From an optimization exercise on the open Yosys and OpenROAD flow, aimed at small area; shortcuts taken in it are not production practice.
Only simulation tests tie the RTL to the original design; equivalence was not proved.
No activity file was given, so power comes from the tool's default toggle rates.

==> run P: inputs <==
// yx_cvt32
module yx_cvt32(clk, rst, in_valid, in_bits, in_code, in_ftz, in_sat, out_valid, out_bits, out_sat, out_flush);
export LEC_CHECK = 0
export ABC_AREA = 1
export CAP_MARGIN = 20
export CORE_MARGIN = 2
export CORE_UTILIZATION = 40
export CTS_BUF_LIST = sky130_fd_sc_hd__clkbuf_8
export GPL_TIMING_DRIVEN = 0
export SLEW_MARGIN = 20
create_clock -name core_clock -period 16.0 [get_ports {clk}]
standard.sh (not shown) runs the stock make flow with config.mk's settings and CLKGATE_MAP_FILE= SYNTH_SCRIPT=/design/flow/synth_recipe.tcl, a recipe that flattens the netlist after the stock synthesis.
==> flow/flow/run.sh <==
#!/bin/bash
# The standard layout (bash standard.sh) with the combinational logic
# re-mapped for area between synthesis and floorplan:
#  1. the standard synthesis, unchanged (bash standard.sh synth);
#  2. Yosys re-maps its combinational cells with ABC's area mapper
#     (flow/remap.ys) from a copy of the platform library without the cells
#     it marks don't-use; the registers stay the synthesis's own instances;
#  3. the rest of the standard flow from that netlist, with the smallest
#     buffer on every input and output port and the synthesis buffers removed
#     at floorplan (ORFS's REMOVE_ABC_BUFFERS) instead of a timing repair.
# Each tool's full output is kept: ORFS's in orfs/logs/, make's in
# make_synth.log and make.log, Yosys's re-map in remap/yosys.log.
set -euo pipefail
here=$(pwd)
export BUFFER_PORTS_ARGS="-buffer_cell sky130_fd_sc_hd__buf_1"
export REMOVE_ABC_BUFFERS=1

bash standard.sh synth > make_synth.log 2>&1

res="$here/orfs/results/$FLOW_PLATFORM/yx_cvt32/base"
query() {
  make -s -C "$FLOW_HOME" DESIGN_CONFIG="$here/config.mk" WORK_HOME="$here/orfs" "print-$1" \
    | sed -n "s/^$1: //p"
}
lib=$(query LIB_FILES)
dont_use=$(query DONT_USE_CELLS)
mkdir -p remap
python3 flow/filter_lib.py $lib remap/remap.lib $dont_use
cp "$res/1_2_yosys.v" remap/standard_synth.v
yosys -l remap/yosys.log -q -s flow/remap.ys > /dev/null 2>&1
rm -f abc.history
cp remap/remapped.v "$res/1_2_yosys.v"

bash standard.sh > make.log 2>&1
==> flow/flow/remap.ys <==
# Re-map the combinational logic of the standard synthesis netlist for area,
# with ABC's area-oriented mapper (amap) at a higher effort than ORFS uses.
# The registers stay the very instances the standard synthesis made: their
# cell is read as a black box, so they keep their names and cell type.
read_liberty -ignore_miss_func remap/remap.lib
blackbox sky130_fd_sc_hd__dfxtp_1
read_verilog -overwrite remap/standard_synth.v
hierarchy -top yx_cvt32
flatten
opt_clean -purge
abc -liberty remap/remap.lib -script +strash;dch,-f;amap,-F,100,-A,400,-C,5000
opt_clean -purge
hilomap -singleton -hicell sky130_fd_sc_hd__conb_1 HI -locell sky130_fd_sc_hd__conb_1 LO
opt_clean -purge
stat -liberty remap/remap.lib
select yx_cvt32
write_verilog -noattr -noexpr -nohex -nodec -selected remap/remapped.v
Other scripts of this flow, unchanged in this note and not shown: flow/flow/filter_lib.py
==> run B: changes against run P <==
==> flow/flow/run.sh (replaced) <==
#!/bin/bash
# The standard layout (bash standard.sh, the standard flow's own ORFS run) with these
# changes to how cells are chosen:
#  - the smallest buffer on every input and output port, not the one ORFS picks;
#  - the buffers ABC put in at synthesis are removed at floorplan (ORFS's
#    REMOVE_ABC_BUFFERS) instead of a timing repair there;
#  - after floorplan, flow/post_floorplan.tcl re-maps the combinational logic
#    for area (OpenROAD's restructure) and swaps any cell still sized up for
#    the smallest of the same function; the later repair steps size up again
#    wherever slew or timing needs it.
# Each tool's full output stays in orfs/logs/; make's own output goes to make.log.
set -euo pipefail
here=$(pwd)
export BUFFER_PORTS_ARGS="-buffer_cell sky130_fd_sc_hd__buf_1"
export REMOVE_ABC_BUFFERS=1
export POST_FLOORPLAN_TCL="$here/flow/post_floorplan.tcl"
# CTS as ORFS runs it, without the dummy loads it adds to balance the tree
export CTS_ARGS="-sink_clustering_enable -repair_clock_nets -buf_list sky130_fd_sc_hd__clkbuf_4 -root_buf sky130_fd_sc_hd__clkbuf_8 -sink_clustering_size 10 -dont_use_dummy_load"
bash standard.sh > make.log 2>&1
==> flow/flow/downsize.tcl (new file) <==
# Swap each combinational cell that synthesis sized up for the smallest cell
# of the same function (same name up to the drive-strength suffix) that the
# flow may use; the later repair steps size cells up again where timing or
# slew needs it. Registers, tie cells and tap cells are left alone.
set block [ord::get_db_block]
set db [ord::get_db]
set dont_use {}
if { [info exists ::env(DONT_USE_CELLS)] } { set dont_use $::env(DONT_USE_CELLS) }
array set best {}
foreach lib [$db getLibs] {
  foreach m [$lib getMasters] {
    set n [$m getName]
    if { ![regexp {^(sky130_fd_sc_hd__[a-z0-9]+)_([0-9]+)$} $n -> base drv] } { continue }
    if { [lsearch -exact $dont_use $n] >= 0 } { continue }
    if { [llength [get_lib_cells */$n]] == 0 } { continue }
    set a [expr { [$m getWidth] * [$m getHeight] }]
    if { ![info exists best($base)] || $a < [lindex $best($base) 1] } {
      set best($base) [list $n $a]
    }
  }
}
set swapped 0
foreach inst [$block getInsts] {
  set n [[$inst getMaster] getName]
  if { ![regexp {^(sky130_fd_sc_hd__[a-z0-9]+)_([0-9]+)$} $n -> base drv] } { continue }
  if { [regexp {__(df|dl|sdf|conb|tap|fill|decap|diode|clk)} $n] } { continue }
  if { ![info exists best($base)] } { continue }
  set to [lindex $best($base) 0]
  if { $to ne $n } {
    replace_cell [$inst getName] $to
    incr swapped
  }
}
puts "downsize: swapped $swapped cells for smaller ones of the same function"
==> flow/flow/post_floorplan.tcl (new file) <==
# Runs after ORFS's floorplan step (POST_FLOORPLAN_TCL). It only changes which
# cells implement the combinational logic; registers, ports and constraints
# stay as the standard synthesis left them.
#  1. remove the buffers ABC put in at synthesis;
#  2. re-map the combinational logic for area with OpenROAD's restructure
#     (ABC inside OpenROAD), which also checks the result against timing;
#  3. swap any cell that is still sized up for the smallest cell of the same
#     function (flow/downsize.tcl); later repair steps size up where needed.
remove_buffers
set rmp_dir [file join $::env(OBJECTS_DIR) rmp_work]
file mkdir $rmp_dir
# restructure maps from a Liberty file and ignores set_dont_use: give it a
# copy of the library without the don't-use cells.
set lib_file [file join $rmp_dir rmp.lib]
exec python3 [file join [file dirname [info script]] filter_lib.py] \
  [lindex $::env(LIB_FILES) 0] $lib_file {*}$::env(DONT_USE_CELLS)
set tielo [lindex $::env(TIELO_CELL_AND_PORT) 0]/[lindex $::env(TIELO_CELL_AND_PORT) 1]
set tiehi [lindex $::env(TIEHI_CELL_AND_PORT) 0]/[lindex $::env(TIEHI_CELL_AND_PORT) 1]
report_design_area
restructure -target area -liberty_file $lib_file -tielo_port $tielo -tiehi_port $tiehi \
  -work_dir $rmp_dir -abc_logfile [file join $rmp_dir abc.log]
report_design_area
source [file join [file dirname [info script]] downsize.tcl]
report_design_area
--- a/flow/config.mk
+++ b/flow/config.mk
@@ -8,3 +8,3 @@
 export ABC_AREA = 1
-export CAP_MARGIN = 20
+export CAP_MARGIN = 0
 export CORE_MARGIN = 2
@@ -13,2 +13,2 @@
 export GPL_TIMING_DRIVEN = 0
-export SLEW_MARGIN = 20
+export SLEW_MARGIN = 0
removed: flow/flow/remap.ys
==> qor summary <==
	run B	run P
Outcome	no timing/DRC/antenna violations	no timing/DRC/antenna violations
Power density over the cells	90.8 mW/mm²	98.7 mW/mm²
Proportion of power drawn by flip-flops and latches	25.8%	24.0%
Worst slew margin	18.7%	28.5%
Routed length on met2	6.44 mm	6.72 mm
Worst path depth	43	52
Drt total wl	14.7 mm	15.9 mm
CP bufs+invs	10	9
Overall die height	118 µm	99.9 µm
Post-Synthesis Cells	897	593
Combinational power share	60.0%	56.9%
Pin count of the biggest net entering global routing	28	31
Seq/total area	16.0%	16.1%
Layout net count	711	726
Placement row count	41	34
Final Cell Area	0.00439 mm²	0.00436 mm²
GRT Total Usage	20.4%	31.5%
Worst path required time	16,190 ps	16,210 ps
Pre-CTS setup slack	1590 ps	-91.9 ps
Number of non-clock inverters	75	63

==> run a <==
Another version of the RTL of yx_cvt32 (not shown whole).
make LEC_CHECK=0 ABC_AREA=1 CAP_MARGIN=20 CORE_MARGIN=2 CORE_UTILIZATION=40 SLEW_MARGIN=20 finish   # period 16.0 ns
run.sh (not shown) runs the stock make flow with config.mk's settings and CLKGATE_MAP_FILE= SYNTH_SCRIPT=/design/flow/synth_recipe.tcl, a recipe that flattens the netlist after the stock synthesis.
Stock flow here: none of the scripts above is used.
==> run b: changes against run a <==
==> flow/flow/run.sh (new file) <==
#!/bin/bash
# The standard layout (bash standard.sh, the standard flow's own ORFS run) with these
# changes to how cells are chosen:
#  - the smallest buffer on every input and output port, not the one ORFS picks;
#  - the buffers ABC put in at synthesis are removed at floorplan (ORFS's
#    REMOVE_ABC_BUFFERS) instead of a timing repair there;
#  - after floorplan, flow/post_floorplan.tcl re-maps the combinational logic
#    for area (OpenROAD's restructure) and swaps any cell still sized up for
#    the smallest of the same function; the later repair steps size up again
#    wherever slew or timing needs it.
# Each tool's full output stays in orfs/logs/; make's own output goes to make.log.
set -euo pipefail
here=$(pwd)
export BUFFER_PORTS_ARGS="-buffer_cell sky130_fd_sc_hd__buf_1"
export REMOVE_ABC_BUFFERS=1
export POST_FLOORPLAN_TCL="$here/flow/post_floorplan.tcl"
bash standard.sh > make.log 2>&1
==> flow/flow/downsize.tcl (new file) <==
# Swap each combinational cell that synthesis sized up for the smallest cell
# of the same function (same name up to the drive-strength suffix) that the
# flow may use; the later repair steps size cells up again where timing or
# slew needs it. Registers, tie cells and tap cells are left alone.
set block [ord::get_db_block]
set db [ord::get_db]
set dont_use {}
if { [info exists ::env(DONT_USE_CELLS)] } { set dont_use $::env(DONT_USE_CELLS) }
array set best {}
foreach lib [$db getLibs] {
  foreach m [$lib getMasters] {
    set n [$m getName]
    if { ![regexp {^(sky130_fd_sc_hd__[a-z0-9]+)_([0-9]+)$} $n -> base drv] } { continue }
    if { [lsearch -exact $dont_use $n] >= 0 } { continue }
    if { [llength [get_lib_cells */$n]] == 0 } { continue }
    set a [expr { [$m getWidth] * [$m getHeight] }]
    if { ![info exists best($base)] || $a < [lindex $best($base) 1] } {
      set best($base) [list $n $a]
    }
  }
}
set swapped 0
foreach inst [$block getInsts] {
  set n [[$inst getMaster] getName]
  if { ![regexp {^(sky130_fd_sc_hd__[a-z0-9]+)_([0-9]+)$} $n -> base drv] } { continue }
  if { [regexp {__(df|dl|sdf|conb|tap|fill|decap|diode|clk)} $n] } { continue }
  if { ![info exists best($base)] } { continue }
  set to [lindex $best($base) 0]
  if { $to ne $n } {
    replace_cell [$inst getName] $to
    incr swapped
  }
}
puts "downsize: swapped $swapped cells for smaller ones of the same function"
==> flow/flow/post_floorplan.tcl (new file) <==
# Runs after ORFS's floorplan step (POST_FLOORPLAN_TCL). It only changes which
# cells implement the combinational logic; registers, ports and constraints
# stay as the standard synthesis left them.
#  1. remove the buffers ABC put in at synthesis;
#  2. re-map the combinational logic for area with OpenROAD's restructure
#     (ABC inside OpenROAD), which also checks the result against timing;
#  3. swap any cell that is still sized up for the smallest cell of the same
#     function (flow/downsize.tcl); later repair steps size up where needed.
remove_buffers
set rmp_dir [file join [pwd] rmp_work]
file mkdir $rmp_dir
set lib_file [lindex $::env(LIB_FILES) 0]
set tielo [lindex $::env(TIELO_CELL_AND_PORT) 0]/[lindex $::env(TIELO_CELL_AND_PORT) 1]
set tiehi [lindex $::env(TIEHI_CELL_AND_PORT) 0]/[lindex $::env(TIEHI_CELL_AND_PORT) 1]
report_design_area
restructure -target area -liberty_file $lib_file -tielo_port $tielo -tiehi_port $tiehi \
  -work_dir $rmp_dir -abc_logfile [file join $rmp_dir abc.log]
report_design_area
source [file join [file dirname [info script]] downsize.tcl]
report_design_area
==> flow/standard.sh (new file) <==
#!/bin/bash
# synth_recipe.tcl (not shown) runs the flow's synth.tcl, then flattens the netlist and writes it again
# the make line also repeats each setting of config.mk as NAME=value (left out here)
make -C /OpenROAD-flow-scripts/flow DESIGN_CONFIG=/design/flow/config.mk WORK_HOME=/design/flow/orfs CLKGATE_MAP_FILE= SYNTH_SCRIPT=/design/flow/synth_recipe.tcl "${@:-finish}"
--- a/flow/config.mk
+++ b/flow/config.mk
@@ -11,2 +11,3 @@
 export CORE_UTILIZATION = 40
+export CTS_BUF_LIST = sky130_fd_sc_hd__clkbuf_4
 export SLEW_MARGIN = 20
removed: flow/run.sh
==> run c: changes against run a <==
==> flow/flow/run.sh (new file) <==
#!/bin/bash
# The standard layout, with the smallest buffer on every input and output port
# instead of the one ORFS picks. Each tool's full output stays in orfs/logs/;
# make's own output goes to make.log here.
set -euo pipefail
export BUFFER_PORTS_ARGS="-buffer_cell sky130_fd_sc_hd__buf_1"
bash standard.sh > make.log 2>&1
==> flow/standard.sh (new file) <==
#!/bin/bash
# synth_recipe.tcl (not shown) runs the flow's synth.tcl, then flattens the netlist and writes it again
# the make line also repeats each setting of config.mk as NAME=value (left out here)
make -C /OpenROAD-flow-scripts/flow DESIGN_CONFIG=/design/flow/config.mk WORK_HOME=/design/flow/orfs CLKGATE_MAP_FILE= SYNTH_SCRIPT=/design/flow/synth_recipe.tcl "${@:-finish}"
--- a/flow/config.mk
+++ b/flow/config.mk
@@ -11,2 +11,3 @@
 export CORE_UTILIZATION = 40
+export CTS_BUF_LIST = sky130_fd_sc_hd__clkbuf_4
 export SLEW_MARGIN = 20
removed: flow/run.sh
==> impl_metrics.toml <==
[outcome]
stop_stage = "floorplan"
error_line = "Error: floorplan.tcl, 161 can't create directory \"/OpenROAD-flow-scripts/flow/rmp_work\": read-only file system"
status = "did not finish"

[synthesis]
synth_fa_ha_area_share_pct = 7.550
synth_compound_area_share_pct = 13.79
synth_cell_types = 51
Source of the figures above: run b

==> impl_metrics.toml <==
[global_route]
gr-usage-met1_pct = 41.77

[timing]
worst_hold_slack_ns = 2.973

[setup_path]
critPathKind = "input port to flop"
startpoint = "in_code[3]"

[synthesis]
synth_cell_types = 51
synth_fa_ha_area_share_pct = 7.550
synth_compound_area_share_pct = 13.79

[outcome]
status = "complete, no violations"

[floorplan]
die_w_um = 119.5

[pwr]
powerDensity_mw_per_mm2 = 95.94
Source of the figures above: run c

==> impl_metrics.toml <==
[final_layout]
layout.nets = 1076

[synthesis]
synth_cell_types = 51
synth_area_leaders = "nand2_1 (20%), nand3_1 (15%), dfxtp_1 (13%)"
synth_fa_ha_area_share_pct = 7.550
synth_compound_area_share_pct = 13.79

[outcome]
status = "complete, no violations"
Source of the figures above: run a

==> re-timing with driven ports <==
The results above use ideal ports. As a check the final layouts listed here were re-extracted and re-timed, cells and wires unchanged. Step 1 sets driving cells, clkbuf_16 on the clock port and buf_2 on the other inputs (assumed; they add their load-dependent delay and slew). Step 2 also shifts input and output timing later by t, the mid clock arrival at the registers, as if the neighbouring blocks saw the same clock. Slacks: ideal / step 1 / step 2; pairs: ideal / step 1.
| run | t, ns | setup slack, ns | worst setup path after step 2 |
|---|---|---|---|
| run P of note 1 | 0.327 | 1.187 / 1.199 / 0.872 | input to register |
| run B of note 1 | 0.312 | 1.432 / 1.440 / 1.128 | input to register |
| run a of note 2 | 0.329 | 2.557 / 2.575 / 2.246 | input to register |
| run c of note 2 | 0.391 | 2.566 / 2.568 / 2.177 | input to register |
After both steps setup and hold are still met in every run listed. For run c of note 2, which loses most, drivers alone change the setup slack by +0.002 ns; drivers and shift together by -0.389 ns.
